What follows belongs to an exercise in optimizing a design on an open flow for small area, a short achievable clock period and few clock cycles; a production flow would make more cautious choices. Only simulation tests tie the RTL to the original design; equivalence was not proved.

==> flow/design.v (outline; a module is shown in full before it is edited, if it fits) <==
// module blade_blend: 236 lines
// module blade_blend_lane: 786 lines
// module blade_blend_lane_a: 719 lines
module blade_blend (
    input  wire        clk,
    input  wire        rst,
    input  wire        in_valid,
    output wire        in_ready,
    input  wire [1:0]  in_kind,
    input  wire        in_last,
    input  wire [19:0] in_red,
    input  wire [19:0] in_grn,
    input  wire [19:0] in_blu,
    input  wire [19:0] in_alp,
    input  wire [2:0]  in_op,
    input  wire [19:0] in_gal,
    output reg         out_valid,
    output wire [19:0] out_red,
    output wire [19:0] out_grn,
    output wire [19:0] out_blu,
    output wire [1:0]  out_cls
);
  // ...
==> flow/flow/run.sh <==
#!/bin/bash
# The standard layout (standard.sh: the standard flow's own ORFS flow, standard synthesis
# unchanged), with repair_timing aiming at a setup slack margin well above 0
# so that the layout is optimised for a short achieved period (clock period
# less setup slack). The clock, the I/O delays and the SDC are unchanged.
# Each ORFS step writes its full log under orfs/logs/; make's output goes to
# make_finish.log in this folder.
set -euo pipefail
MARGIN=19
bash standard.sh SETUP_SLACK_MARGIN=$MARGIN finish > make_finish.log 2>&1
==> flow/standard.sh <==
#!/bin/bash
# synth_recipe.tcl (not shown) runs the flow's synth.tcl, then flattens the netlist and writes it again
# the make line also repeats each setting of config.mk as NAME=value (left out here)
make -C /OpenROAD-flow-scripts/flow DESIGN_CONFIG=/design/flow/config.mk WORK_HOME=/design/flow/orfs CLKGATE_MAP_FILE= SYNTH_SCRIPT=/design/flow/synth_recipe.tcl "${@:-finish}"
==> flow/config.mk <==
export PLATFORM = sky130hd
export DESIGN_NAME = blade_blend
export DESIGN_NICKNAME = blade_blend
export VERILOG_FILES = /design/flow/design.v
export SDC_FILE = /design/flow/constraint.sdc
export NUM_CORES = 4
export LEC_CHECK = 0
export ABC_AREA = 1
export CAP_MARGIN = 20
export CORE_MARGIN = 2
export CORE_UTILIZATION = 40
export PLACE_DENSITY = 0.6
export SLEW_MARGIN = 20
==> flow/constraint.sdc <==
create_clock -name core_clock -period 26.0 [get_ports {clk}]
set_input_delay 5.2000 -clock core_clock [delete_from_list [all_inputs] [get_ports {clk}]]
set_output_delay 5.2000 -clock core_clock [all_outputs]
set_load 0.01 [all_outputs]
==> impl_metrics.env, run 1 <==
export IMPL_utilization_after_layout_pct=51.5
export IMPL_final_min_period_over_clock_period_pct=27.5
export IMPL_met1Wirelength_mm=146
export IMPL_hold_slack_ns=0.466
export IMPL_detailroute_via_count=82700
export IMPL_regToRegEndpoint="b_c[2][4]$_DFFE_PP_"
export IMPL_finalNonFillerCells=13500
export IMPL_synth_compound_gate_area_share_pct=17.6
export IMPL_wl_mm=391
export IMPL_cp_num_buf_inv=3
export IMPL_hold_path_sink="out_valid$_SDFF_PP0_"
export IMPL_drt_pass1_iter_count=10
export IMPL_critical_path_endpoint="b_c[2][16]$_DFFE_PP_"
export IMPL_final_setup_tns_ns=0
export IMPL_initial_cell_density_of_the_core_pct=40.1
export IMPL_multi_input_area_share_pct=67.3
export IMPL_synth_simple_gate_area_share_pct=16.0
export IMPL_run_status="no timing/DRC/antenna violations"
export IMPL_io_buffer_count=172
export IMPL_syn2layout_area_growth_pct=28.5
export IMPL_fp_dieH_microns=440
export IMPL_synth_edf_count=252
export IMPL_clock_sinks=324
export IMPL_multiInputGateArea_sq_um=65700
Testbench counts, summed over its fixed seeds: cycles 47,627.
==> module blade_blend, before the edit <==
module blade_blend (
    input  wire        clk,
    input  wire        rst,
    input  wire        in_valid,
    output wire        in_ready,
    input  wire [1:0]  in_kind,
    input  wire        in_last,
    input  wire [19:0] in_red,
    input  wire [19:0] in_grn,
    input  wire [19:0] in_blu,
    input  wire [19:0] in_alp,
    input  wire [2:0]  in_op,
    input  wire [19:0] in_gal,
    output reg         out_valid,
    output wire [19:0] out_red,
    output wire [19:0] out_grn,
    output wire [19:0] out_blu,
    output wire [1:0]  out_cls
);
    localparam [19:0] U1   = 20'h80000;
    localparam [19:0] MAXV = 20'hFFFFF;
    localparam [18:0] HALF = 19'h40000;
    localparam [2:0] OP_OVER = 3'd0, OP_ADD = 3'd1, OP_MUL = 3'd2, OP_SCREEN = 3'd3,
                     OP_MIN  = 3'd4, OP_MAX = 3'd5, OP_ERASE = 3'd6;
    reg        pend;           
    reg        scaled;         
    reg        prepped;        
    reg        pre_b;          
    reg [2:0]  s_op;
    reg [1:0]  s_kind;
    reg        s_last;
    reg [19:0] s_c [0:2];      
    reg [18:0] x_c [0:2];      
    reg [19:0] s_a;            
    reg [21:0] b_c [0:2];      
    reg [19:0] b_a;            
    reg [19:0] d_c [0:2];      
    reg [19:0] d_a;            
    reg        f_supplied, f_safety, f_sealed;
    reg        da_full;        
    reg        r_scale, r_prep, r_blend;
    reg        r_zs, r_zs_a;   
    reg        r_ready;        
    wire load = ~pend | r_blend;
    assign in_ready = r_ready;
    wire op_minmx = (s_op == OP_MIN) | (s_op == OP_MAX);
    function [21:0] m1;
        input [19:0] x;
        begin
            m1 = {~x[19], ~x[19], ~x[19], x[18:0]};
        end
    endfunction
    wire [41:0] y_c [0:2];
    wire [39:0] y_a;
    genvar gi;
    generate
        for (gi = 0; gi < 3; gi = gi + 1) begin : lane
            wire [19:0] a  = r_blend ? d_c[gi] : s_c[gi];
            wire [21:0] m  = r_prep ? m1(d_a) : b_c[gi];
            wire [19:0] zs = r_zs ? s_c[gi] : 20'd0;
            blade_blend_lane u_lane (.a(a), .m(m), .z({zs, x_c[gi]}), .flip(r_scale),
                                     .y(y_c[gi]));
        end
    endgenerate
    wire [19:0] a_a  = r_blend ? d_a : s_a;
    wire [19:0] zs_a = r_zs_a ? s_a : 20'd0;
    blade_blend_lane_a u_lane_a (.a(a_a), .m(b_a), .z({zs_a, HALF}), .flip(r_scale),
                                 .y(y_a));
    function [19:0] sat_c;
        input [41:0] y;
        begin
            if (y[41])
                sat_c = 20'd0;
            else if (y[40:39] != 2'd0)
                sat_c = MAXV;
            else
                sat_c = y[38:19];
        end
    endfunction
    wire [19:0] r_c0 = sat_c(y_c[0]);
    wire [19:0] r_c1 = sat_c(y_c[1]);
    wire [19:0] r_c2 = sat_c(y_c[2]);
    wire        a_top = y_a[39] | y_a[38];                    
    wire [19:0] r_a  = a_top ? U1 : {1'b0, y_a[37:19]};
    wire mx = (s_op == OP_MAX);
    wire sel_c0 = mx ? (s_c[0] > d_c[0]) : (s_c[0] < d_c[0]);
    wire sel_c1 = mx ? (s_c[1] > d_c[1]) : (s_c[1] < d_c[1]);
    wire sel_c2 = mx ? (s_c[2] > d_c[2]) : (s_c[2] < d_c[2]);
    wire sel_a  = mx ? (s_a > d_a) : (s_a < d_a);
    wire        l_bgs = (in_kind == 2'd0) | (in_kind == 2'd3);
    wire        l_g1  = (in_gal == U1);
    wire        l_g0  = (in_gal == 20'd0);
    wire        l_sc  = l_bgs | l_g1 | l_g0;      
    wire [2:0]  l_op  = l_bgs ? OP_OVER : in_op;
    wire        l_z   = ~l_bgs & l_g0;            
    wire [19:0] l_a   = l_bgs ? U1 : l_z ? 20'd0 : in_alp;
    wire [19:0] l_r   = l_z ? 20'd0 : in_red;
    wire [19:0] l_gr  = l_z ? 20'd0 : in_grn;
    wire [19:0] l_bl  = l_z ? 20'd0 : in_blu;
    function [21:0] blend_m;
        input [2:0]  op;
        input [19:0] c;
        input [19:0] sa;
        begin
            case (op)
                OP_ADD:    blend_m = 22'h380000;                            
                OP_SCREEN: blend_m = m1(c);
                OP_MUL:    blend_m = {2'd0, sa} - {2'd0, c} - 22'h80000;
                default:   blend_m = m1(sa);
            endcase
        end
    endfunction
    function [21:0] scaled_m;
        input [2:0]  op;
        input [19:0] c;
        input [19:0] sa;
        begin
            case (op)
                OP_ADD:    scaled_m = 22'h380000;
                OP_SCREEN: scaled_m = m1(c);
                default:   scaled_m = m1(sa);
            endcase
        end
    endfunction
    wire       n_pend    = ~rst & (load ? in_valid : pend);
    wire       n_scaled  = load ? l_sc : (scaled | r_scale);
    wire       n_prepped = ~load & (prepped | r_prep);
    wire       n_pre_b   = load ? (l_sc & ~l_bgs) : pre_b;
    wire [2:0] n_op      = load ? l_op : s_op;
    wire       n_da_full = ~r_blend ? da_full :
                           op_minmx ? (sel_a ? (s_a == U1) : da_full) : a_top;
    wire n_mul      = (n_op == OP_MUL);
    wire n_need     = n_mul & ~n_prepped & ~(n_da_full & n_pre_b);
    wire n_st_scale = n_pend & ~n_scaled;
    wire n_st_prep  = n_pend & n_scaled & n_need;
    wire n_st_blend = n_pend & n_scaled & ~n_need;
    assign out_red = d_c[0];
    assign out_grn = d_c[1];
    assign out_blu = d_c[2];
    assign out_cls = f_sealed ? 2'd2 : f_safety ? 2'd1 : f_supplied ? 2'd0 : 2'd3;
    wire sa_nz = (s_a != 20'd0);
    always @(posedge clk) begin
        pend      <= n_pend;
        scaled    <= n_scaled;
        prepped   <= n_prepped;
        pre_b     <= n_pre_b;
        s_op      <= n_op;
        da_full   <= n_da_full;
        r_scale   <= n_st_scale;
        r_prep    <= n_st_prep;
        r_blend   <= n_st_blend;
        r_ready   <= ~n_pend | n_st_blend;
        r_zs      <= n_st_blend & (n_op != OP_ERASE) & (n_op != 3'd7) &
                     ~(n_mul & ~n_prepped);
        r_zs_a    <= n_st_blend & (n_op != OP_ERASE);
        if (rst)
            out_valid <= 1'b0;
        else
            out_valid <= r_blend & s_last;
        if (r_blend) begin
            if (op_minmx) begin
                if (sel_c0) d_c[0] <= s_c[0];
                if (sel_c1) d_c[1] <= s_c[1];
                if (sel_c2) d_c[2] <= s_c[2];
                if (sel_a)  d_a    <= s_a;
            end else begin
                d_c[0] <= r_c0;
                d_c[1] <= r_c1;
                d_c[2] <= r_c2;
                d_a    <= r_a;
            end
            if (s_kind == 2'd0) begin
                f_supplied <= 1'b0;
                f_safety   <= 1'b0;
                f_sealed   <= 1'b0;
            end else if (s_kind == 2'd3) begin
                f_sealed   <= 1'b1;
            end else if (sa_nz) begin
                f_supplied <= 1'b1;
                if (s_kind == 2'd2)
                    f_safety <= 1'b1;
            end
        end
        if (load) begin
            s_kind  <= in_kind;
            s_last  <= in_last;
            x_c[0]  <= HALF;
            x_c[1]  <= HALF;
            x_c[2]  <= HALF;
            s_c[0]  <= l_r;
            s_c[1]  <= l_gr;
            s_c[2]  <= l_bl;
            s_a     <= l_a;
            if (l_bgs) begin
                b_c[0] <= 22'd0;
                b_c[1] <= 22'd0;
                b_c[2] <= 22'd0;
                b_a    <= 20'd0;
            end else if (l_g0) begin
                b_c[0] <= 22'h380000;
                b_c[1] <= 22'h380000;
                b_c[2] <= 22'h380000;
                b_a    <= 20'h80000;
            end else if (l_g1) begin
                b_c[0] <= blend_m(in_op, in_red, in_alp);
                b_c[1] <= blend_m(in_op, in_grn, in_alp);
                b_c[2] <= blend_m(in_op, in_blu, in_alp);
                b_a    <= (in_op == OP_ADD) ? 20'h80000 : {~in_alp[19], in_alp[18:0]};
            end else begin
                b_c[0] <= {2'd0, in_gal};
                b_c[1] <= {2'd0, in_gal};
                b_c[2] <= {2'd0, in_gal};
                b_a    <= in_gal;
            end
        end else if (r_scale) begin
            s_c[0] <= r_c0;
            s_c[1] <= r_c1;
            s_c[2] <= r_c2;
            s_a    <= r_a;
            b_c[0] <= scaled_m(s_op, r_c0, r_a);
            b_c[1] <= scaled_m(s_op, r_c1, r_a);
            b_c[2] <= scaled_m(s_op, r_c2, r_a);
            b_a    <= (s_op == OP_ADD) ? 20'h80000 : {~r_a[19], r_a[18:0]};
        end else if (r_prep) begin
            s_c[0] <= y_c[0][38:19];
            s_c[1] <= y_c[1][38:19];
            s_c[2] <= y_c[2][38:19];
            x_c[0] <= y_c[0][18:0];
            x_c[1] <= y_c[1][18:0];
            x_c[2] <= y_c[2][18:0];
            b_c[0] <= {2'd0, s_a} - {2'd0, s_c[0]} - 22'h80000;
            b_c[1] <= {2'd0, s_a} - {2'd0, s_c[1]} - 22'h80000;
            b_c[2] <= {2'd0, s_a} - {2'd0, s_c[2]} - 22'h80000;
        end
    end
endmodule
==> run 2: changes to the inputs <==
--- a/flow/design.v
+++ b/flow/design.v
@@ -27,3 +27,2 @@
     reg        prepped;        
-    reg        pre_b;          
     reg [2:0]  s_op;
@@ -39,3 +38,2 @@
     reg        f_supplied, f_safety, f_sealed;
-    reg        da_full;        
     reg        r_scale, r_prep, r_blend;
@@ -99,15 +97,21 @@
     wire [19:0] l_bl  = l_z ? 20'd0 : in_blu;
-    function [21:0] blend_m;
-        input [2:0]  op;
-        input [19:0] c;
-        input [19:0] sa;
-        begin
-            case (op)
-                OP_ADD:    blend_m = 22'h380000;                            
-                OP_SCREEN: blend_m = m1(c);
-                OP_MUL:    blend_m = {2'd0, sa} - {2'd0, c} - 22'h80000;
-                default:   blend_m = m1(sa);
-            endcase
-        end
-    endfunction
+    wire        k_g0  = ~l_bgs & l_g0;
+    wire        k_g1  = ~l_bgs & l_g1;
+    wire        k_sc  = ~l_sc;                           
+    wire        s_add = k_g1 & (in_op == OP_ADD);
+    wire        s_scr = k_g1 & (in_op == OP_SCREEN);
+    wire        s_def = k_g1 & ~(in_op == OP_ADD) & ~(in_op == OP_SCREEN);
+    wire        s_m1  = k_g0 | s_add;                    
+    wire [21:0] lb_c0 = ({22{s_m1}} & 22'h380000) | ({22{s_scr}} & m1(in_red)) |
+                        ({22{s_def}} & m1(in_alp)) |
+                        ({22{k_sc}} & {2'd0, in_gal});
+    wire [21:0] lb_c1 = ({22{s_m1}} & 22'h380000) | ({22{s_scr}} & m1(in_grn)) |
+                        ({22{s_def}} & m1(in_alp)) |
+                        ({22{k_sc}} & {2'd0, in_gal});
+    wire [21:0] lb_c2 = ({22{s_m1}} & 22'h380000) | ({22{s_scr}} & m1(in_blu)) |
+                        ({22{s_def}} & m1(in_alp)) |
+                        ({22{k_sc}} & {2'd0, in_gal});
+    wire [19:0] lb_a  = ({20{s_m1}} & 20'h80000) |
+                        ({20{s_scr | s_def}} & {~in_alp[19], in_alp[18:0]}) |
+                        ({20{k_sc}} & in_gal);
     function [21:0] scaled_m;
@@ -127,8 +131,5 @@
     wire       n_prepped = ~load & (prepped | r_prep);
-    wire       n_pre_b   = load ? (l_sc & ~l_bgs) : pre_b;
     wire [2:0] n_op      = load ? l_op : s_op;
-    wire       n_da_full = ~r_blend ? da_full :
-                           op_minmx ? (sel_a ? (s_a == U1) : da_full) : a_top;
     wire n_mul      = (n_op == OP_MUL);
-    wire n_need     = n_mul & ~n_prepped & ~(n_da_full & n_pre_b);
+    wire n_need     = n_mul & ~n_prepped;
     wire n_st_scale = n_pend & ~n_scaled;
@@ -145,5 +146,3 @@
         prepped   <= n_prepped;
-        pre_b     <= n_pre_b;
         s_op      <= n_op;
-        da_full   <= n_da_full;
         r_scale   <= n_st_scale;
@@ -193,23 +192,6 @@
             s_a     <= l_a;
-            if (l_bgs) begin
-                b_c[0] <= 22'd0;
-                b_c[1] <= 22'd0;
-                b_c[2] <= 22'd0;
-                b_a    <= 20'd0;
-            end else if (l_g0) begin
-                b_c[0] <= 22'h380000;
-                b_c[1] <= 22'h380000;
-                b_c[2] <= 22'h380000;
-                b_a    <= 20'h80000;
-            end else if (l_g1) begin
-                b_c[0] <= blend_m(in_op, in_red, in_alp);
-                b_c[1] <= blend_m(in_op, in_grn, in_alp);
-                b_c[2] <= blend_m(in_op, in_blu, in_alp);
-                b_a    <= (in_op == OP_ADD) ? 20'h80000 : {~in_alp[19], in_alp[18:0]};
-            end else begin
-                b_c[0] <= {2'd0, in_gal};
-                b_c[1] <= {2'd0, in_gal};
-                b_c[2] <= {2'd0, in_gal};
-                b_a    <= in_gal;
-            end
+            b_c[0] <= lb_c0;
+            b_c[1] <= lb_c1;
+            b_c[2] <= lb_c2;
+            b_a    <= lb_a;
         end else if (r_scale) begin
==> run 2 against run 1 <==
Critical path depth increased by 15; global-route usage decreased by 0.74 points; still clean on timing, DRC and antenna; sequential share of layout area increased by 1.0 points; critical endpoint is now d_c[0][15]$_DFFE_PP_; die area decreased by 5.6%; setup slack improved by 0.034 ns; via count decreased by 10%; count of clock-buffer cells in the layout decreased by 1; first-iteration DRC count decreased by 22%; core utilization decreased by 2.5 points.
==> impl_metrics.env, run 2 <==
export IMPL_largest_net_degree_at_the_start_of_global_routing=82
export IMPL_min_path_cells=2
export IMPL_final_cell_mix="1536 x sky130_fd_sc_hd__inv_1, 1410 x sky130_fd_sc_hd__nand2_1, 909 x sky130_fd_sc_hd__xor2_1"
export IMPL_synth_top_cells_by_count="1595 x sky130_fd_sc_hd__inv_1, 1585 x sky130_fd_sc_hd__nand2_1, 937 x sky130_fd_sc_hd__xor2_1"
export IMPL_synthesis_area_sq_um=71800
export IMPL_wire_per_inst_microns=28.8
export IMPL_synth_top_family_by_area="adder cells"
export IMPL_fp_dieH_microns=428
export IMPL_clock_insertion_delay_worst_skew_ns=0.67
export IMPL_synth_ff_latch_count=322
export IMPL_synth_seq_area_share_pct=12.5
export IMPL_clkTransAtPathRegs_ns=0.06
export IMPL_clk_path_buf_depth=3
export IMPL_run_status="no timing/DRC/antenna violations"
export IMPL_layout_min_cycle_time_ns=7.11
export IMPL_worst_path_max_delay_cell="sky130_fd_sc_hd__fa_1"
export IMPL_clock_sinks=322
export IMPL_most_common_cell_in_the_synthesized_netlist="sky130_fd_sc_hd__inv_1"
export IMPL_total_overflow_reported_by_the_global_router=0
export IMPL_ys_flop_type="sky130_fd_sc_hd__edfxtp_1"
export IMPL_number_of_cell_rows=155
export IMPL_cts_root_buffer="sky130_fd_sc_hd__clkbuf_16"
export IMPL_final_min_period_over_clock_period_pct=27.4
export IMPL_worst_slew_pin_transition_ns=1.27
export IMPL_htreeDepth=2
export IMPL_most_common_cell_after_layout_fill_and_taps_aside="sky130_fd_sc_hd__inv_1"
export IMPL_synth_simple_gate_area_share_pct=14.9
export IMPL_die_width_microns=428
export IMPL_ys_types=66
export IMPL_number_of_flip_flops_under_the_largest_register_name=66
export IMPL_grt_pass1_wl_mm=497
export IMPL_crit_path_end_kind="flop"
export IMPL_critPathMaxFanout=18
export IMPL_fraction_of_synthesized_cell_area_in_xor_and_xnor_cells_pct=13.4
export IMPL_holdCritPathClass="reg -> reg"
export IMPL_synth_compound_gate_area_share_pct=16.9
export IMPL_n_fill_cell=17500
export IMPL_drcViolationCount=0
export IMPL_ant_nets=0
export IMPL_syn2layout_area_growth_pct=22.0
export IMPL_place_gp_congestion=1.02
export IMPL_yosysWarnings=9
export IMPL_total_count_of_max_transition_violations_in_the_final_report=0
export IMPL_timing_final_ws_setup_ns=18.89
export IMPL_grt_antenna_before_repair=12
export IMPL_critical_path_class="reg -> reg"
export IMPL_rsz0062_at_grt="true"
export IMPL_final_layout_size_suffix_gt1_share_pct=17.0
export IMPL_place_worst_setup_slack_ns=16.93
export IMPL_startpoint_type="flop"
export IMPL_rr_worst_depth=30
export IMPL_floorplan_core_area_sq_um=178000
export IMPL_route_detailed_vias_per_inst=6.06
export IMPL_synth_area_leaders="sky130_fd_sc_hd__fa_1 22%, sky130_fd_sc_hd__xor2_1 11%, sky130_fd_sc_hd__edfxtp_1 11%, sky130_fd_sc_hd__inv_1 8.3%, sky130_fd_sc_hd__nand2_1 8.3%"
export IMPL_wl_mm=353
export IMPL_finalNonFillerCells=12300
export IMPL_fmaxAchievable_ghz=0.141
export IMPL_number_of_nets_produced_by_synthesis=10900
export IMPL_timing_critical_path_slowest_cell_delay_ns=0.59
export IMPL_cells_after_dpl=11700
export IMPL_setup_viol=0
export IMPL_worstPathArrival_ns=7.62
export IMPL_largestRegisters="b_c x66, d_c x60, s_c x60"
export IMPL_worst_clock_skew_ns=0.0140
export IMPL_io_buffer_count=172
export IMPL_hpwlAfterDp_mm=246
export IMPL_postSynthCellCount=9506
export IMPL_cts_made_buffers=46
export IMPL_postLayoutCellArea_sq_um=87500
export IMPL_synth_edf_count=252
export IMPL_final_setup_tns_ns=0
export IMPL_utilization_after_layout_pct=49.1
export IMPL_crit_required_ns=26.51
export IMPL_track_usage_pct=37.0
export IMPL_post_synthesis_adder_cell_area_fraction_pct=30.2
export IMPL_timing_final_hold_violations=0
export IMPL_dpl_instance_area_sq_um=75800
export IMPL_detail_route_iter0_violations=8851
export IMPL_dieArea_sq_um=183000
export IMPL_max_cap_viol_count=0
export IMPL_initial_cell_density_of_the_core_pct=40.2
export IMPL_synthDominantCellAreaShare_pct=22.2
export IMPL_tritoncts="built"
export IMPL_io_pins=173
export IMPL_synth_area_leader_cell="sky130_fd_sc_hd__fa_1"
export IMPL_vias_in_the_first_global_route=72700
export IMPL_max_slew_margin_rel_pct=14.7
export IMPL_hold_slack_ns=0.463
export IMPL_synthesis_area_per_instance_sq_um=7.55
export IMPL_synthMuxAreaShare_pct=0
export IMPL_design_final_nets=11300
export IMPL_asyncSetResetFlopFracSynth_pct=0
export IMPL_largest_register="b_c"
export IMPL_detailroute_via_count=74500
export IMPL_drt_pass1_iter_count=7
-- run 2: cell types whose count changed after synthesis, sizes merged, moves of 31 or more --
cell / change
a21oi: -89
buf: +67
clkbuf: -89
ha: -62
inv: -117
nand2: -108
nand3: -130
nor2: -76
o21ai: -64
xnor2: +31
xor2: -50
-- run 2: final timing paths --
kind | slack (ns) | to | startpoint
worst max-delay path | 18.89 | d_c[0][15]$_DFFE_PP_ | r_prep$_DFF_P_
worst min-delay path | 0.46 | out_valid$_SDFF_PP0_ | s_last$_DFFE_PN_
worst max register to register | 18.89 | d_c[0][15]$_DFFE_PP_ | r_prep$_DFF_P_
worst min register to register | 0.46 | out_valid$_SDFF_PP0_ | s_last$_DFFE_PN_
-- run 2: layout make-up --
| type | count | area (sq um) | share of cell area (%) |
|---|---|---|---|
| clock buffers | 56 | 1240 | 1.42 |
| clock inverters | 28 | 234 | 0.267 |
| well taps | 2355 | 2950 | 3.37 |
| diodes | 6 | 15.0 | 0.0172 |
| repair buffers | 848 | 8860 | 10.1 |
| flip-flops and latches | 322 | 8980 | 10.3 |
| multi-input cells | 6999 | 58600 | 67.0 |
| inverters | 1671 | 6600 | 7.54 |
| repair inverters | 6 | 53.8 | 0.0615 |
-- run 2: worst max-delay path: cells and delay by family, from the launching register on --
family,cells,cell delay (ns)
adders and majority gates,6,2.85
AOI/OAI and AO/OA,7,1.28
buffers and inverters,7,1.10
DFF,1,0.39
xor gates and xnor gates,1,0.18
and+or+nand+nor,9,1.09
-- run 2: metal layers --
| layer | GRT usage [%] | vias up | part of all wire [%] |
|---|---|---|---|
| met2 | 55.4 | 5399 | 42 |
| li1 | - | 31700 | - |
| met5 | 0 | - | 0.017 |
| met3 | 9.62 | 1559 | 12 |
| met4 | 27.1 | 10 | 9.7 |
| met1 | 45.9 | 35800 | 36 |
-- run 2: repair_timing --
action,in CTS,in global routing
cloned,44,34
endpoints found under the setup margin,273,257
hold buffers,0,0
setup buffers,198,202
resized for setup,689,726
pin swaps,76,140
-- run 2: cells by family (layout without fill, tap and decap cells) --
group	count (synthesis)	in the layout
AOI/OAI and AO/OA	2054	2054
DFF	322	322
other	0	6
buffers and inverters	2192	2609
adders and majority gates	1255	1255
xor gates and xnor gates	1067	1067
and+or+nand+nor	2616	2623
Testbench counts of run 2, summed over its fixed seeds: cycles 48,888.
==> run 3: changes to the inputs <==
==> flow/flow/run.sh (replaced) <==
#!/bin/bash
# The standard layout (standard.sh: the standard flow's own ORFS flow, standard synthesis
# unchanged), with repair_timing aiming at a setup slack margin well above 0
# so that the layout is optimised for a short achieved period (clock period
# less setup slack). The clock, the I/O delays and the SDC are unchanged.
# The margin is higher up to clock tree synthesis than after global routing,
# where a high margin mostly grows the area. Each ORFS step writes its full
# log under orfs/logs/; make's output goes to make_*.log in this folder.
set -euo pipefail
bash standard.sh SETUP_SLACK_MARGIN=19 cts > make_cts.log 2>&1
bash standard.sh SETUP_SLACK_MARGIN=18 finish > make_finish.log 2>&1
==> run 3 against run 2 <==
Final area fell by 5.8%; first-iteration DRC count rose by 0.34%; die area did not move; sequential cell count did not move; non-clock buffer count fell by 231; cell count fell by 1.9%; highest routed layer unchanged.
==> impl_metrics.env, run 3 <==
export IMPL_holdCritPathClass="reg -> reg"
export IMPL_utilization_after_layout_pct=46.2
export IMPL_total_count_of_max_transition_violations_in_the_final_report=0
export IMPL_drcViolationCount=0
export IMPL_largest_net_degree_at_the_start_of_global_routing=82
export IMPL_crit_path_end_kind="flop"
export IMPL_synthesis_area_per_instance_sq_um=7.55
export IMPL_synth_top_cells_by_count="1595 x sky130_fd_sc_hd__inv_1, 1585 x sky130_fd_sc_hd__nand2_1, 937 x sky130_fd_sc_hd__xor2_1"
export IMPL_route_detailed_vias_per_inst=6.03
export IMPL_synth_ff_latch_count=322
export IMPL_floorplan_core_area_sq_um=178000
export IMPL_detailroute_via_count=72700
export IMPL_dpl_instance_area_sq_um=75800
export IMPL_final_cell_mix="1566 x sky130_fd_sc_hd__inv_1, 1517 x sky130_fd_sc_hd__nand2_1, 924 x sky130_fd_sc_hd__xor2_1"
export IMPL_ant_nets=0
export IMPL_final_seq_area_sq_um=8980
export IMPL_clkTransAtPathRegs_ns=0.06
export IMPL_die_width_microns=428
export IMPL_layout_min_cycle_time_ns=7.57
export IMPL_rsz0062_at_grt="false"
export IMPL_final_min_period_over_clock_period_pct=29.1
export IMPL_most_common_cell_after_layout_fill_and_taps_aside="sky130_fd_sc_hd__inv_1"
export IMPL_yosysWarnings=9
export IMPL_cts_root_buffer="sky130_fd_sc_hd__clkbuf_16"
export IMPL_worstPathArrival_ns=7.98
export IMPL_multiInputGateArea_sq_um=56200
export IMPL_synth_area_leader_cell="sky130_fd_sc_hd__fa_1"
export IMPL_largest_register="b_c"
export IMPL_final_layout_size_suffix_gt1_share_pct=10.7
export IMPL_crit_required_ns=26.41
export IMPL_timing_critical_path_slowest_cell_delay_ns=0.66
export IMPL_ys_flop_type="sky130_fd_sc_hd__edfxtp_1"
export IMPL_max_cap_viol_count=0
export IMPL_hold_buffers=0
export IMPL_asyncSetResetFlopFracSynth_pct=0
export IMPL_postSynthCellCount=9506
export IMPL_worst_path_max_delay_cell="sky130_fd_sc_hd__fa_1"
export IMPL_io_buffer_count=172
export IMPL_tritoncts="built"
export IMPL_place_gp_congestion=1.02
export IMPL_largestRegisters="b_c x66, d_c x60, s_c x60"
export IMPL_synthesis_area_sq_um=71800
export IMPL_number_of_flip_flops_under_the_largest_register_name=66
export IMPL_critical_path_top_cell_by_count="sky130_fd_sc_hd__nand2_1"
export IMPL_timing_final_ws_setup_ns=18.43
export IMPL_detail_route_iter0_violations=8881
export IMPL_n_fill_cell=18000
export IMPL_number_of_cell_rows=155
export IMPL_track_usage_pct=37.0
export IMPL_synth_edf_count=252
export IMPL_cts_made_buffers=46
export IMPL_dieArea_sq_um=183000
export IMPL_design_final_nets=11000
export IMPL_most_common_cell_in_the_synthesized_netlist="sky130_fd_sc_hd__inv_1"
export IMPL_hpwlAfterDp_mm=246
export IMPL_initial_cell_density_of_the_core_pct=40.2
export IMPL_place_worst_setup_slack_ns=16.93
export IMPL_htreeDepth=2
export IMPL_final_setup_tns_ns=0
export IMPL_critPathMaxFanout=13
export IMPL_critical_path_class="reg -> reg"
export IMPL_cells_after_dpl=11700
export IMPL_clock_insertion_delay_worst_skew_ns=0.67
export IMPL_finalNonFillerCells=12100
export IMPL_timing_final_hold_violations=0
export IMPL_synthDominantCellAreaShare_pct=22.2
export IMPL_fmaxAchievable_ghz=0.132
export IMPL_hold_slack_ns=0.463
export IMPL_grt_antenna_before_repair=14
export IMPL_max_slew_margin_rel_pct=18.6
export IMPL_io_pins=173
export IMPL_syn2layout_area_growth_pct=14.8
export IMPL_drt_pass1_iter_count=6
export IMPL_vias_in_the_first_global_route=72700
export IMPL_wire_per_inst_microns=28.5
export IMPL_startpoint_type="flop"
export IMPL_total_overflow_reported_by_the_global_router=0
export IMPL_grt_pass1_wl_mm=497
export IMPL_worst_clock_skew_ns=0.0184
export IMPL_number_of_nets_produced_by_synthesis=10900
export IMPL_synth_area_leaders="sky130_fd_sc_hd__fa_1 22%, sky130_fd_sc_hd__xor2_1 11%, sky130_fd_sc_hd__edfxtp_1 11%, sky130_fd_sc_hd__inv_1 8.3%, sky130_fd_sc_hd__nand2_1 8.3%"
export IMPL_ys_types=66
export IMPL_wl_mm=344
export IMPL_run_status="no timing/DRC/antenna violations"
export IMPL_clk_path_buf_depth=3
export IMPL_clock_sinks=322
export IMPL_setup_viol=0
export IMPL_fp_dieH_microns=428
export IMPL_postLayoutCellArea_sq_um=82400
export IMPL_synth_seq_area_share_pct=12.5
export IMPL_worst_slew_pin_transition_ns=1.22
[run 3: cell counts after synthesis]
Identical to the previous run, type by type.
[run 3: cell type report]
cell class              count  share of cell area (%)
flip-flops and latches    322                    10.9
multi-input cells        6995                    68.2
diodes                      6                  0.0182
repair buffers            617                    7.58
well taps                2355                    3.57
repair inverters            5                  0.0471
clock inverters            28                   0.284
clock buffers              56                    1.50
inverters                1671                    7.92
[run 3: logic make-up after synthesis]
family | after synthesis | share of synthesized area [%]
buffers and inverters | 2192 | 12.1
AOI/OAI and AO/OA | 2054 | 16.9
DFF | 322 | 12.5
adders and majority gates | 1255 | 30.2
xor gates and xnor gates | 1067 | 13.4
and+or+nand+nor | 2616 | 14.9
[run 3: worst max-delay path: cells and delay by family (launching register included)]
family | cells | cell delay (ns)
buffers and inverters | 8 | 1.24
and+or+nand+nor | 13 | 1.46
xor gates and xnor gates | 2 | 0.78
AOI/OAI and AO/OA | 2 | 0.27
DFF | 1 | 0.44
adders and majority gates | 6 | 3.09
[run 3: repair_timing]
action	in CTS	in global routing
setup endpoints to repair	273	0
buffers inserted	198	0
gates resized for setup	689	0
[run 3: final timing paths]
check                         end  slack [ns]               from  cells past startpoint
max reg2reg  b_c[2][19]$_DFFE_PP_       18.43  b_a[13]$_DFFE_PP_                     31
max          b_c[2][19]$_DFFE_PP_       18.43  b_a[13]$_DFFE_PP_                     31
min          out_valid$_SDFF_PP0_        0.46   s_last$_DFFE_PN_                      2
min reg2reg  out_valid$_SDFF_PP0_        0.46   s_last$_DFFE_PN_                      2
[run 3: per-layer routing]
layer | up-vias | track usage [%] | routed length, microns
met5 | - | 0 | 108
met4 | 16 | 27.1 | 31500
li1 | 31200 | - | -
met1 | 35200 | 45.9 | 127000
met3 | 1375 | 9.62 | 39300
met2 | 4957 | 55.4 | 146000
==> run 4: changes to the inputs <==
--- a/flow/flow/run.sh
+++ b/flow/flow/run.sh
@@ -9,3 +9,3 @@
 set -euo pipefail
-bash standard.sh SETUP_SLACK_MARGIN=19 cts > make_cts.log 2>&1
-bash standard.sh SETUP_SLACK_MARGIN=18 finish > make_finish.log 2>&1
+bash standard.sh SETUP_SLACK_MARGIN=18.5 cts > make_cts.log 2>&1
+bash standard.sh SETUP_SLACK_MARGIN=17 finish > make_finish.log 2>&1
==> run 4 against run 3 <==
Via count decreased by 2.5%; sequential share of layout area grew 0.57 points; core utilization is 2.3 points lower; count of clock-buffer cells in the layout unchanged; synthesized cell count did not move; setup slack worse by 0.22 ns; critical path depth is 2 lower.
==> impl_metrics.env, run 4 <==
export IMPL_initial_cell_density_of_the_core_pct=40.2
export IMPL_clock_sinks=322
export IMPL_number_of_flip_flops_under_the_largest_register_name=66
export IMPL_critPathMaxFanout=35
export IMPL_synth_ff_latch_count=322
export IMPL_timing_final_ws_setup_ns=18.21
export IMPL_largestRegisters="b_c x66, d_c x60, s_c x60"
export IMPL_total_count_of_max_transition_violations_in_the_final_report=0
export IMPL_ant_nets=0
export IMPL_postSynthCellCount=9506
export IMPL_timing_final_hold_violations=0
export IMPL_total_overflow_reported_by_the_global_router=0
export IMPL_setup_viol=0
export IMPL_track_usage_pct=35.4
export IMPL_synth_edf_count=252
export IMPL_drt_pass1_iter_count=6
export IMPL_synthesis_area_per_instance_sq_um=7.55
export IMPL_yosysWarnings=9
export IMPL_final_cell_mix="1577 x sky130_fd_sc_hd__inv_1, 1574 x sky130_fd_sc_hd__nand2_1, 931 x sky130_fd_sc_hd__xor2_1"
export IMPL_detail_route_iter0_violations=8651
export IMPL_wl_mm=328
export IMPL_crit_path_end_kind="flop"
export IMPL_final_layout_size_suffix_gt1_share_pct=6.45
export IMPL_number_of_nets_produced_by_synthesis=10900
export IMPL_route_detailed_vias_per_inst=5.98
export IMPL_fp_dieH_microns=428
export IMPL_synthesis_area_sq_um=71800
export IMPL_startpoint_type="flop"
export IMPL_run_status="no timing/DRC/antenna violations"
export IMPL_place_gp_congestion=1.02
export IMPL_clk_path_buf_depth=3
export IMPL_hold_slack_ns=0.463
export IMPL_place_worst_setup_slack_ns=16.93
export IMPL_timing_critical_path_slowest_cell_delay_ns=0.65
export IMPL_critical_path_top_cell_by_count="sky130_fd_sc_hd__nand2_1"
export IMPL_htreeDepth=2
export IMPL_largest_net_degree_at_the_start_of_global_routing=82
export IMPL_ys_types=66
export IMPL_io_pins=173
export IMPL_min_path_cells=2
export IMPL_syn2layout_area_growth_pct=9.17
export IMPL_max_slew_margin_rel_pct=16.9
export IMPL_rsz0062_at_grt="false"
export IMPL_critical_path_class="reg -> reg"
export IMPL_grt_pass1_wl_mm=478
export IMPL_worst_clock_skew_ns=0.0198
export IMPL_most_common_cell_after_layout_fill_and_taps_aside="sky130_fd_sc_hd__inv_1"
export IMPL_vias_in_the_first_global_route=70600
export IMPL_grt_antenna_before_repair=5
export IMPL_hpwlAfterDp_mm=246
export IMPL_synth_area_leaders="sky130_fd_sc_hd__fa_1 22%, sky130_fd_sc_hd__xor2_1 11%, sky130_fd_sc_hd__edfxtp_1 11%, sky130_fd_sc_hd__inv_1 8.3%, sky130_fd_sc_hd__nand2_1 8.3%"
export IMPL_max_cap_viol_count=0
export IMPL_worst_slew_pin_transition_ns=1.24
export IMPL_largest_register="b_c"
export IMPL_synth_area_leader_cell="sky130_fd_sc_hd__fa_1"
export IMPL_tritoncts="built"
export IMPL_most_common_cell_in_the_synthesized_netlist="sky130_fd_sc_hd__inv_1"
export IMPL_utilization_after_layout_pct=43.9
export IMPL_io_buffer_count=172
export IMPL_synthDominantCellAreaShare_pct=22.2
export IMPL_detailroute_via_count=70900
export IMPL_cts_made_buffers=46
export IMPL_final_setup_tns_ns=0
export IMPL_dieArea_sq_um=183000
export IMPL_number_of_cell_rows=155
export IMPL_wire_per_inst_microns=27.7
export IMPL_drcViolationCount=0
export IMPL_synth_seq_area_share_pct=12.5
export IMPL_layout_min_cycle_time_ns=7.79
export IMPL_cts_root_buffer="sky130_fd_sc_hd__clkbuf_16"
export IMPL_ys_flop_type="sky130_fd_sc_hd__edfxtp_1"
export IMPL_asyncSetResetFlopFracSynth_pct=0
export IMPL_rr_worst_depth=29
export IMPL_die_width_microns=428
export IMPL_crit_required_ns=26.52
export IMPL_holdCritPathClass="reg -> reg"
export IMPL_floorplan_core_area_sq_um=178000
export IMPL_synth_top_cells_by_count="1595 x sky130_fd_sc_hd__inv_1, 1585 x sky130_fd_sc_hd__nand2_1, 937 x sky130_fd_sc_hd__xor2_1"
export IMPL_final_min_period_over_clock_period_pct=30.0
export IMPL_fmaxAchievable_ghz=0.128
export IMPL_clkTransAtPathRegs_ns=0.06
export IMPL_clock_insertion_delay_worst_skew_ns=0.66
export IMPL_design_final_nets=10800
export IMPL_worst_path_max_delay_cell="sky130_fd_sc_hd__fa_1"
export IMPL_worstPathArrival_ns=8.31
-- run 4: repair_timing --
action                                  CTS  global route
resized for setup                       179             0
hold buffers                              0             0
endpoints found under the setup margin  248             0
buffers inserted                         47             0
-- run 4: path summary, 6_finish.rpt --
kind | startpoint | slack, ns | to
worst max-delay path | r_scale$_DFF_P_ | 18.21 | b_c[2][18]$_DFFE_PP_
worst min-delay path | s_last$_DFFE_PN_ | 0.46 | out_valid$_SDFF_PP0_
worst max register to register | r_scale$_DFF_P_ | 18.21 | b_c[2][18]$_DFFE_PP_
worst min register to register | s_last$_DFFE_PN_ | 0.46 | out_valid$_SDFF_PP0_
-- run 4: logic make-up after synthesis --
kind of cell               synth area share (%)
AOI/OAI and AO/OA                          16.9
xor gates and xnor gates                   13.4
adders and majority gates                  30.2
buffers and inverters                      12.1
DFF                                        12.5
and+or+nand+nor                            14.9
-- run 4: metrics by stage --
| stage | std cells | cell area (sq um) |
|---|---|---|
| floorplan | 9506 | 71800 |
| global placement | 11700 | 75800 |
| detailed placement | 11700 | 75800 |
| CTS | 11900 | 78300 |
| global route | 11900 | 78400 |
| finish | 11900 | 78400 |
-- run 4: final cells by class --
class,instances,area [sq um]
inverters,1671,6420
repair buffers,430,3860
multi-input cells,6994,54700
clock inverters,28,234
well taps,2355,2950
repair inverters,1,8.76
fillers,18300,100000
diodes,3,7.51
clock buffers,56,1240
flip-flops and latches,322,8980
-- run 4: layer usage --
metal	global-route usage [%]	wire (microns)	vias to the layer above
met2	54.1	142000	4554
met1	44.7	125000	34400
met3	7.59	34100	1143
met5	0	22	-
li1	-	-	30800
met4	23.8	27400	4
-- run 4: worst max-delay path, delay by kind of cell, from the launching register on --
family | cells | cell delay (ns)
adders and majority gates | 6 | 2.99
buffers and inverters | 6 | 1.12
and+or+nand+nor | 12 | 1.88
DFF | 1 | 0.51
AOI/OAI and AO/OA | 3 | 0.69
xor gates and xnor gates | 2 | 0.38
==> run 5: changes to the inputs <==
--- a/flow/flow/run.sh
+++ b/flow/flow/run.sh
@@ -9,3 +9,3 @@
 set -euo pipefail
-bash standard.sh SETUP_SLACK_MARGIN=18.5 cts > make_cts.log 2>&1
+bash standard.sh SETUP_SLACK_MARGIN=18 cts > make_cts.log 2>&1
 bash standard.sh SETUP_SLACK_MARGIN=17 finish > make_finish.log 2>&1
==> run 5 against run 4 <==
Still clean on timing, DRC and antenna; clock skew down 0.0035 ns; worst hold slack about the same; sequential cell count unchanged; critical path depth down 3; synthesized cell count unchanged; sequential share of layout area up 0.12 points; first-iteration DRC count up 0.39%; cell count down 0.27%; setup slack worse by 0.49 ns; non-clock buffer count down 28; critical endpoint is now b_c[2][6]$_DFFE_PP_; largest cell class unchanged; highest routed layer unchanged.
==> impl_metrics.env, run 5 <==
export IMPL_holdCritPathClass="reg -> reg"
export IMPL_final_layout_size_suffix_gt1_share_pct=5.46
export IMPL_cts_root_buffer="sky130_fd_sc_hd__clkbuf_16"
export IMPL_wl_mm=327
export IMPL_largest_net_degree_at_the_start_of_global_routing=82
export IMPL_worstPathArrival_ns=8.68
export IMPL_max_cap_viol_count=0
export IMPL_crit_required_ns=26.40
export IMPL_timing_final_hold_violations=0
export IMPL_layout_min_cycle_time_ns=8.28
export IMPL_worst_path_max_delay_cell="sky130_fd_sc_hd__dfxtp_4"
export IMPL_hold_buffers=0
export IMPL_synth_ff_latch_count=322
export IMPL_clock_insertion_delay_worst_skew_ns=0.66
export IMPL_number_of_flip_flops_under_the_largest_register_name=66
export IMPL_vias_in_the_first_global_route=70200
export IMPL_largest_register="b_c"
export IMPL_worst_slew_pin_transition_ns=1.25
export IMPL_clk_path_buf_depth=3
export IMPL_postSynthCellCount=9506
export IMPL_clkTransAtPathRegs_ns=0.06
export IMPL_grt_pass1_wl_mm=475
export IMPL_htreeDepth=2
export IMPL_synth_top_cells_by_count="1595 x sky130_fd_sc_hd__inv_1, 1585 x sky130_fd_sc_hd__nand2_1, 937 x sky130_fd_sc_hd__xor2_1"
export IMPL_ys_types=66
export IMPL_worst_clock_skew_ns=0.0163
export IMPL_number_of_cell_rows=155
export IMPL_largestRegisters="b_c x66, d_c x60, s_c x60"
export IMPL_ys_flop_type="sky130_fd_sc_hd__edfxtp_1"
export IMPL_ant_nets=0
export IMPL_timing_critical_path_slowest_cell_delay_ns=0.72
export IMPL_hpwlAfterDp_mm=246
export IMPL_total_count_of_max_transition_violations_in_the_final_report=0
export IMPL_fmaxAchievable_ghz=0.121
export IMPL_critical_path_top_cell_by_count="sky130_fd_sc_hd__nand2_1"
export IMPL_grt_antenna_before_repair=7
export IMPL_asyncSetResetFlopFracSynth_pct=0
export IMPL_tritoncts="built"
export IMPL_dieArea_sq_um=183000
export IMPL_fp_dieH_microns=428
export IMPL_most_common_cell_in_the_synthesized_netlist="sky130_fd_sc_hd__inv_1"
export IMPL_initial_cell_density_of_the_core_pct=40.2
export IMPL_final_min_period_over_clock_period_pct=31.9
export IMPL_synth_edf_count=252
export IMPL_cts_made_buffers=46
export IMPL_cp_num_buf_inv=3
export IMPL_total_overflow_reported_by_the_global_router=0
export IMPL_max_slew_margin_rel_pct=16.1
export IMPL_synthDominantCellAreaShare_pct=22.2
export IMPL_number_of_nets_produced_by_synthesis=10900
export IMPL_final_setup_tns_ns=0
export IMPL_io_buffer_count=172
export IMPL_startpoint_type="flop"
export IMPL_final_cell_mix="1586 x sky130_fd_sc_hd__inv_1, 1579 x sky130_fd_sc_hd__nand2_1, 934 x sky130_fd_sc_hd__xor2_1"
export IMPL_setup_viol=0
export IMPL_floorplan_core_area_sq_um=178000
export IMPL_cp_top_family="adder cells"
export IMPL_crit_path_end_kind="flop"
export IMPL_dpl_instance_area_sq_um=75800
export IMPL_rsz0062_at_grt="false"
export IMPL_detail_route_iter0_violations=8685
export IMPL_synthesis_area_sq_um=71800
export IMPL_detailroute_via_count=70400
export IMPL_die_width_microns=428
export IMPL_drt_pass1_iter_count=7
export IMPL_route_detailed_vias_per_inst=5.95
export IMPL_critPathMaxFanout=42
export IMPL_yosysWarnings=9
export IMPL_design_final_nets=10800
export IMPL_track_usage_pct=35.1
export IMPL_synth_seq_area_share_pct=12.5
export IMPL_io_pins=173
export IMPL_utilization_after_layout_pct=43.5
export IMPL_synth_area_leader_cell="sky130_fd_sc_hd__fa_1"
export IMPL_synthesis_area_per_instance_sq_um=7.55
export IMPL_drcViolationCount=0
export IMPL_synth_area_leaders="sky130_fd_sc_hd__fa_1 22%, sky130_fd_sc_hd__xor2_1 11%, sky130_fd_sc_hd__edfxtp_1 11%, sky130_fd_sc_hd__inv_1 8.3%, sky130_fd_sc_hd__nand2_1 8.3%"
export IMPL_syn2layout_area_growth_pct=8.03
export IMPL_wire_per_inst_microns=27.6
export IMPL_critical_path_class="reg -> reg"
export IMPL_run_status="no timing/DRC/antenna violations"
export IMPL_most_common_cell_after_layout_fill_and_taps_aside="sky130_fd_sc_hd__inv_1"
export IMPL_clock_sinks=322
export IMPL_postLayoutCellArea_sq_um=77500
export IMPL_place_gp_congestion=1.02
==> run 5: cell counts after synthesis <==
No cell type changed its count.
==> run 5: cell families (layout without fill, tap and decap cells) <==
| group | Yosys count | after routing | synth area share [%] |
|---|---|---|---|
| AND/OR/NAND/NOR | 2616 | 2617 | 14.9 |
| buffers and inverters | 2192 | 2157 | 12.1 |
| AO/OA/AOI/OAI | 2054 | 2054 | 16.9 |
| adder cells (fa/ha/maj) | 1255 | 1255 | 30.2 |
| XOR/XNOR | 1067 | 1067 | 13.4 |
| flip-flops | 322 | 322 | 12.5 |
| other | 0 | 1 | 0 |
==> run 5: path summary, 6_finish.rpt <==
check | cells past startpoint | slack [ns] | from | end
max reg2reg | 26 | 17.72 | r_blend$_DFF_P_ | b_c[2][6]$_DFFE_PP_
min reg2reg | 2 | 0.46 | s_last$_DFFE_PN_ | out_valid$_SDFF_PP0_
min | 2 | 0.46 | s_last$_DFFE_PN_ | out_valid$_SDFF_PP0_
max | 26 | 17.72 | r_blend$_DFF_P_ | b_c[2][6]$_DFFE_PP_
==> run 5: through the flow <==
stage / hold WS [ns] / instances / worst slack, ns
after detailed placement: 0.460 / 11700 / 16.93
final: 0.463 / 11800 / 17.72
after global routing: 0.484 / 11800 / 17.45
after CTS: 0.471 / 11800 / 17.90
after floorplan: 0.437 / 9506 / 19.17
after global placement: 0.471 / 11700 / 16.65
==> run 5: cell type report <==
cell class	count	area, sq um
Tap cell	2355	2950
Sequential cell	322	8980
Timing Repair Buffer	402	3480
Clock buffer	56	1240
Antenna cell	1	2.50
Inverter	1671	6330
Clock inverter	28	234
Fill cell	18400	101000
Multi-Input combinational cell	6993	54300
==> run 5: worst register-to-register path: stages (launching register included) <==
cell,delay (ns)
sky130_fd_sc_hd__dfxtp_4,0.72
sky130_fd_sc_hd__o21a_1,0.56
sky130_fd_sc_hd__inv_1,0.46
sky130_fd_sc_hd__o22ai_1,0.27
sky130_fd_sc_hd__xor2_1,0.23
sky130_fd_sc_hd__fa_1,0.46
sky130_fd_sc_hd__inv_1,0.08
sky130_fd_sc_hd__fa_1,0.44
sky130_fd_sc_hd__fa_1,0.46
sky130_fd_sc_hd__fa_1,0.55
sky130_fd_sc_hd__inv_1,0.08
sky130_fd_sc_hd__fa_1,0.69
sky130_fd_sc_hd__ha_1,0.35
sky130_fd_sc_hd__a21oi_1,0.33
sky130_fd_sc_hd__o21ai_0,0.25
sky130_fd_sc_hd__nand2_1,0.11
sky130_fd_sc_hd__nand2_1,0.06
sky130_fd_sc_hd__a21oi_1,0.20
sky130_fd_sc_hd__nand3_1,0.11
sky130_fd_sc_hd__nand2_1,0.10
sky130_fd_sc_hd__nand2_1,0.09
sky130_fd_sc_hd__nand2_4,0.26
sky130_fd_sc_hd__nor2_4,0.11
sky130_fd_sc_hd__a21oi_2,0.69
sky130_fd_sc_hd__o21ai_0,0.20
sky130_fd_sc_hd__nand2_1,0.11
sky130_fd_sc_hd__nand2_1,0.05
==> run 5: metal layers <==
layer,up-vias,wire length [microns],part of all wire (%),global-route usage (%)
li1,30700,-,-,-
met1,33900,123000,38,44.4
met2,4652,142000,43,54.0
met3,1161,34500,11,7.48
met4,10,27400,8.4,23.5
met5,-,67,0.021,0
==> run 5: repair_timing <==
item,4_1_cts,5_1_grt
setup buffers,19,0
setup endpoints to repair,196,0
resized for setup,38,0
==> run 6: changes to the inputs <==
--- a/flow/flow/run.sh
+++ b/flow/flow/run.sh
@@ -9,3 +9,3 @@
 set -euo pipefail
-bash standard.sh SETUP_SLACK_MARGIN=18 cts > make_cts.log 2>&1
+bash standard.sh SETUP_SLACK_MARGIN=17.5 cts > make_cts.log 2>&1
 bash standard.sh SETUP_SLACK_MARGIN=17 finish > make_finish.log 2>&1
==> run 6 against run 5 <==
Area after synthesis did not move; clock skew rose by 0.00086 ns; count of clock-buffer cells in the layout stayed put; global-route usage is 0.14 points lower; sequential cell count is the same; fmax is 4.5% lower; die area unchanged; via count hardly changed; sequential share of layout area is essentially flat; wire length fell by 0.27%; still clean; highest routed layer unchanged.
==> impl_metrics.env, run 6 <==
export IMPL_synthDominantCellAreaShare_pct=22.2
export IMPL_worst_slew_pin_transition_ns=1.24
export IMPL_synth_area_leaders="sky130_fd_sc_hd__fa_1 22%, sky130_fd_sc_hd__xor2_1 11%, sky130_fd_sc_hd__edfxtp_1 11%, sky130_fd_sc_hd__inv_1 8.3%, sky130_fd_sc_hd__nand2_1 8.3%"
export IMPL_synth_area_leader_cell="sky130_fd_sc_hd__fa_1"
export IMPL_most_common_cell_in_the_synthesized_netlist="sky130_fd_sc_hd__inv_1"
export IMPL_detailroute_via_count=70300
export IMPL_clock_insertion_delay_worst_skew_ns=0.66
export IMPL_ant_nets=0
export IMPL_syn2layout_area_growth_pct=7.71
export IMPL_synth_top_cells_by_count="1595 x sky130_fd_sc_hd__inv_1, 1585 x sky130_fd_sc_hd__nand2_1, 937 x sky130_fd_sc_hd__xor2_1"
export IMPL_timing_final_ws_setup_ns=17.33
export IMPL_final_setup_tns_ns=0
export IMPL_yosysWarnings=9
export IMPL_total_overflow_reported_by_the_global_router=0
export IMPL_vias_in_the_first_global_route=70300
export IMPL_synthesis_area_per_instance_sq_um=7.55
export IMPL_number_of_cell_rows=155
export IMPL_max_cap_viol_count=0
export IMPL_number_of_flip_flops_under_the_largest_register_name=66
export IMPL_drcViolationCount=0
export IMPL_setup_viol=0
export IMPL_antenna_diode_count=0
export IMPL_ys_flop_type="sky130_fd_sc_hd__edfxtp_1"
export IMPL_startpoint_type="input pin"
export IMPL_io_buffer_count=172
export IMPL_largest_net_degree_at_the_start_of_global_routing=83
export IMPL_final_layout_size_suffix_gt1_share_pct=5.09
export IMPL_cts_root_buffer="sky130_fd_sc_hd__clkbuf_16"
export IMPL_fmaxAchievable_ghz=0.115
export IMPL_worstPathArrival_ns=9.19
export IMPL_wl_mm=326
export IMPL_htreeDepth=2
export IMPL_largest_register="b_c"
export IMPL_layout_min_cycle_time_ns=8.67
export IMPL_floorplan_core_area_sq_um=178000
export IMPL_grt_pass1_wl_mm=473
export IMPL_hold_path_sink="out_valid$_SDFF_PP0_"
export IMPL_hpwlAfterDp_mm=246
export IMPL_asyncSetResetFlopFracSynth_pct=0
export IMPL_run_status="no timing/DRC/antenna violations"
export IMPL_grt_antenna_before_repair=6
export IMPL_io_pins=173
export IMPL_initial_cell_density_of_the_core_pct=40.2
export IMPL_critPathMaxFanout=20
export IMPL_min_path_cells=2
export IMPL_track_usage_pct=35.0
export IMPL_most_common_cell_after_layout_fill_and_taps_aside="sky130_fd_sc_hd__inv_1"
export IMPL_crit_required_ns=26.51
export IMPL_cts_made_buffers=46
export IMPL_rsz0062_at_grt="false"
export IMPL_fp_dieH_microns=428
export IMPL_min_from="s_last$_DFFE_PN_"
export IMPL_ys_types=66
export IMPL_synth_ff_latch_count=322
export IMPL_critical_path_class="in -> reg"
export IMPL_register_to_register_path_setup_slack_ns=17.34
export IMPL_clock_sinks=322
export IMPL_regToRegEndpoint="d_c[2][5]$_DFFE_PP_"
export IMPL_clkTransAtPathRegs_ns=0.06
export IMPL_drt_pass1_iter_count=9
export IMPL_postSynthCellCount=9506
export IMPL_synth_edf_count=252
export IMPL_synthesis_area_sq_um=71800
export IMPL_crit_path_end_kind="flop"
export IMPL_place_worst_setup_slack_ns=16.93
export IMPL_holdCritPathClass="reg -> reg"
export IMPL_design_final_nets=10800
export IMPL_place_gp_congestion=1.02
export IMPL_final_cell_mix="1592 x sky130_fd_sc_hd__inv_1, 1582 x sky130_fd_sc_hd__nand2_1, 934 x sky130_fd_sc_hd__xor2_1"
export IMPL_final_min_period_over_clock_period_pct=33.4
export IMPL_dieArea_sq_um=183000
export IMPL_synth_seq_area_share_pct=12.5
export IMPL_timing_final_hold_violations=0
export IMPL_tritoncts="built"
export IMPL_route_detailed_vias_per_inst=5.96
export IMPL_n_fill_cell=18400
export IMPL_total_count_of_max_transition_violations_in_the_final_report=0
export IMPL_wire_per_inst_microns=27.6
export IMPL_utilization_after_layout_pct=43.3
export IMPL_worst_clock_skew_ns=0.0172
export IMPL_die_width_microns=428
export IMPL_number_of_nets_produced_by_synthesis=10900
export IMPL_max_slew_margin_rel_pct=17.0
export IMPL_rr_worst_depth=24
export IMPL_critical_path_reg2reg_startpoint="r_scale$_DFF_P_"
export IMPL_largestRegisters="b_c x66, d_c x60, s_c x60"
export IMPL_clk_path_buf_depth=3
export IMPL_detail_route_iter0_violations=8251
run 6: changes by cell type in the layout (fill, tap and decap cells not counted), moves of 4 or more:
cell                         previous run  this run
sky130_fd_sc_hd__clkinv_1              22        26
sky130_fd_sc_hd__inv_1               1586      1592
sky130_fd_sc_hd__a21oi_1              463       467
sky130_fd_sc_hd__clkinvlp_4             7         2
sky130_fd_sc_hd__a21oi_2               18        14
sky130_fd_sc_hd__buf_4                226       211
run 6: layout make-up:
| cell class | count | area, sq um | area share, % |
|---|---|---|---|
| multi-input cells | 6992 | 54300 | 70.2 |
| flip-flops and latches | 322 | 8980 | 11.6 |
| inverters | 1671 | 6290 | 8.14 |
| repair buffers | 385 | 3330 | 4.30 |
| well taps | 2355 | 2950 | 3.81 |
| clock buffers | 56 | 1240 | 1.60 |
| clock inverters | 28 | 234 | 0.303 |
run 6: cell families (layout without fill, tap and decap cells):
logic type      Yosys count  after routing  synth area share, %
flops                   322            322                 12.5
fa+ha+maj              1255           1255                 30.2
compound gates         2054           2054                 16.9
buf+inv                2192           2140                 12.1
xor+xnor               1067           1067                 13.4
simple gates           2616           2616                 14.9
run 6: stage by stage:
step / instance area, sq um / hold WS (ns) / cells
global route: 77300 / 0.484 / 11800
finish: 77300 / 0.463 / 11800
detailed placement: 75800 / 0.460 / 11700
floorplan: 71800 / 0.437 / 9506
CTS: 77300 / 0.471 / 11800
global placement: 75800 / 0.471 / 11700
run 6: critical path, cell delays in order:
cell                              delay [ns]
sky130_fd_sc_hd__clkdlybuf4s50_1        0.42
sky130_fd_sc_hd__nor2_1                 0.52
sky130_fd_sc_hd__nand2_1                0.13
sky130_fd_sc_hd__nor2_1                 0.18
sky130_fd_sc_hd__nand2_1                0.08
sky130_fd_sc_hd__nor2_1                 0.35
sky130_fd_sc_hd__nand2_1                0.18
sky130_fd_sc_hd__nor2_2                 0.75
sky130_fd_sc_hd__nand2_1                0.10
sky130_fd_sc_hd__a21oi_1                0.97
sky130_fd_sc_hd__a21oi_1                0.15
sky130_fd_sc_hd__nand2_1                0.13
run 6: worst max path at each step:
stage,cells past startpoint,to,start
2_1_floorplan,11,b_c[0][10]$_DFFE_PP_,in_gal[14]
3_3_place_gp,26,b_c[2][6]$_DFFE_PP_,b_a[7]$_DFFE_PP_
3_5_place_dp,12,b_c[0][6]$_DFFE_PP_,in_gal[12]
4_1_cts,12,b_c[0][6]$_DFFE_PP_,in_gal[12]
5_1_grt,32,b_c[1][10]$_DFFE_PP_,r_prep$_DFF_P_
6_report,12,b_c[2][11]$_DFFE_PP_,in_gal[12]
run 6: metal layers:
layer | track usage, % | vias up | share of wire [%]
met5 | 0.286 | - | 0.029
met4 | 23.5 | 6 | 8.4
met3 | 7.76 | 1111 | 11
met2 | 53.7 | 4546 | 43
met1 | 44.1 | 34000 | 38
li1 | - | 30700 | -
run 6: what timing repair did:
item | CTS | global route
gates resized for setup | 8 | 0
setup endpoints to repair | 56 | 0
hold buffers | 0 | 0
setup buffers | 2 | 0
==> run 7: changes to the inputs <==
--- a/flow/flow/run.sh
+++ b/flow/flow/run.sh
@@ -9,3 +9,3 @@
 set -euo pipefail
-bash standard.sh SETUP_SLACK_MARGIN=17.5 cts > make_cts.log 2>&1
+bash standard.sh SETUP_SLACK_MARGIN=18.75 cts > make_cts.log 2>&1
 bash standard.sh SETUP_SLACK_MARGIN=17 finish > make_finish.log 2>&1
==> run 7 against run 6 <==
Sequential share of layout area down 0.30 points; first-iteration DRC count up 1.7%; core utilization up 1.2 points; largest cell class unchanged; worst hold slack about the same.
==> impl_metrics.env, run 7 <==
export IMPL_run_status="no timing/DRC/antenna violations"
export IMPL_wl_mm=332
export IMPL_total_count_of_max_transition_violations_in_the_final_report=0
export IMPL_regToRegEndpoint="b_c[0][5]$_DFFE_PP_"
export IMPL_crit_path_end_kind="flop"
export IMPL_cts_made_buffers=46
export IMPL_max_cap_viol_count=0
export IMPL_worst_clock_skew_ns=0.0151
export IMPL_largest_register="b_c"
export IMPL_register_to_register_path_setup_slack_ns=18.46
export IMPL_io_buffer_count=172
export IMPL_cp_depth=29
export IMPL_critical_path_endpoint="b_c[0][5]$_DFFE_PP_"
export IMPL_die_width_microns=428
export IMPL_io_pins=173
export IMPL_synth_compound_gate_area_share_pct=16.9
export IMPL_detail_route_iter0_violations=8390
export IMPL_total_overflow_reported_by_the_global_router=0
export IMPL_asyncSetResetFlopFracSynth_pct=0
export IMPL_clock_insertion_delay_worst_skew_ns=0.66
export IMPL_synth_simple_gate_area_share_pct=14.9
export IMPL_cp_top_family="adder cells"
export IMPL_number_of_cell_rows=155
export IMPL_wire_per_inst_microns=27.9
export IMPL_tritoncts="built"
export IMPL_startpoint_type="flop"
export IMPL_timing_critical_path_from="b_a[13]$_DFFE_PP_"
export IMPL_number_of_flip_flops_under_the_largest_register_name=66
export IMPL_initial_cell_density_of_the_core_pct=40.2
export IMPL_syn2layout_area_growth_pct=10.6
export IMPL_detailroute_via_count=71100
export IMPL_rr_worst_depth=29
export IMPL_min_from="s_last$_DFFE_PN_"
export IMPL_final_setup_tns_ns=0
export IMPL_largest_net_degree_at_the_start_of_global_routing=82
export IMPL_post_synthesis_adder_cell_area_fraction_pct=30.2
export IMPL_synthesis_area_per_instance_sq_um=7.55
export IMPL_ant_nets=0
export IMPL_fmaxAchievable_ghz=0.133
export IMPL_ys_types=66
export IMPL_drcViolationCount=0
export IMPL_synth_top_family_by_area="adder cells"
export IMPL_synth_area_leader_cell="sky130_fd_sc_hd__fa_1"
export IMPL_floorplan_core_area_sq_um=178000
run 7: worst min path at each step:
| stage | slack [ns] | end | cells past startpoint |
|---|---|---|---|
| 5_1_grt | 0.48 | out_valid$_SDFF_PP0_ | 2 |
| 3_5_place_dp | 0.46 | out_valid$_SDFF_PP0_ | 2 |
| 2_1_floorplan | 0.44 | prepped$_DFF_P_ | 2 |
| 4_1_cts | 0.47 | out_valid$_SDFF_PP0_ | 2 |
| 6_report | 0.46 | out_valid$_SDFF_PP0_ | 2 |
| 3_3_place_gp | 0.47 | prepped$_DFF_P_ | 2 |
run 7: layout make-up:
type | count | area, sq um
antenna | 2 | 5.00
clock buffer | 56 | 1240
clock inverter | 28 | 234
fill | 18200 | 99000
inverter | 1671 | 6460
multi-input combinational | 6995 | 55100
sequential | 322 | 8980
tap | 2355 | 2950
timing repair buffer | 473 | 4440
timing repair inverter | 3 | 23.8
run 7: metrics by stage:
| stage | hold slack [ns] | area, sq um | cells | setup WS (ns) |
|---|---|---|---|---|
| 2_1_floorplan | 0.437 | 71800 | 9506 | 19.17 |
| 3_3_place_gp | 0.471 | 75800 | 11700 | 16.65 |
| 3_5_place_dp | 0.460 | 75800 | 11700 | 16.93 |
| 4_1_cts | 0.471 | 79400 | 11900 | 18.72 |
| 5_1_grt | 0.484 | 79400 | 11900 | 18.06 |
| 6_report | 0.463 | 79400 | 11900 | 18.46 |
run 7: tightest hold or removal path, delay by kind of cell (launching register included):
kind | cells | cell delay [ns]
flip-flops | 1 | 0.31
AND/OR/NAND/NOR | 2 | 0.12
run 7: timing repair:
item	CTS	global route
setup endpoints to repair	254	0
buffers inserted	83	0
resized for setup	342	0
endpoints found under the hold margin	0	0
run 7: cell families after synthesis:
logic type                 Yosys count
AOI/OAI and AO/OA                 2054
xor gates and xnor gates          1067
adders and majority gates         1255
buffers and inverters             2192
DFF                                322
and+or+nand+nor                   2616
run 7: layer usage:
layer / GRT usage [%] / up-vias / share of wire [%]
met2: 54.4 / 4550 / 43
li1: - / 30900 / -
met3: 8.28 / 1176 / 11
met5: 0 / - / 0.027
met4: 24.8 / 14 / 8.7
met1: 44.8 / 34500 / 38

-- afterwards: timing with drivers on the ports --
Ports are ideal in the flow. The routed layouts listed here were re-timed in OpenROAD. Step 1, drivers: a clkbuf_16 drives clk and a buf_2 each remaining input, both assumed. Step 2 also shifts input and output timing later by t, the mid clock arrival at the registers, as if the neighbouring blocks saw the same clock. a / b / c = no drivers / after step 1 / after step 2; a / b = the first two.
run | t, ns | slack for setup (ns) | worst hold slack (ns) | worst register clock-pin slew, ns | cell pins on the clock port's net
run 1 | 0.740 | 18.852 / 18.862 / 18.167 | 0.466 / 0.466 / 0.466 | 0.07 / 0.07 | 1
run 2 | 0.739 | 18.885 / 18.885 / 18.228 | 0.463 / 0.463 / 0.463 | 0.07 / 0.07 | 1
run 3 | 0.740 | 18.430 / 18.430 / 18.065 | 0.463 / 0.463 / 0.463 | 0.07 / 0.07 | 1
run 4 | 0.734 | 18.210 / 18.210 / 17.612 | 0.463 / 0.463 / 0.463 | 0.07 / 0.07 | 1
run 5 | 0.728 | 17.719 / 17.719 / 17.072 | 0.463 / 0.463 / 0.463 | 0.07 / 0.07 | 1
run 6 | 0.730 | 17.327 / 17.340 / 16.657 | 0.463 / 0.463 / 0.463 | 0.07 / 0.07 | 1
run 7 | 0.734 | 18.455 / 18.455 / 17.919 | 0.463 / 0.463 / 0.463 | 0.07 / 0.07 | 1
After both steps every run listed still meets setup and hold. The setup slack of run 1, which loses most, moves by +0.010 ns with the drivers and by -0.685 ns with both steps.
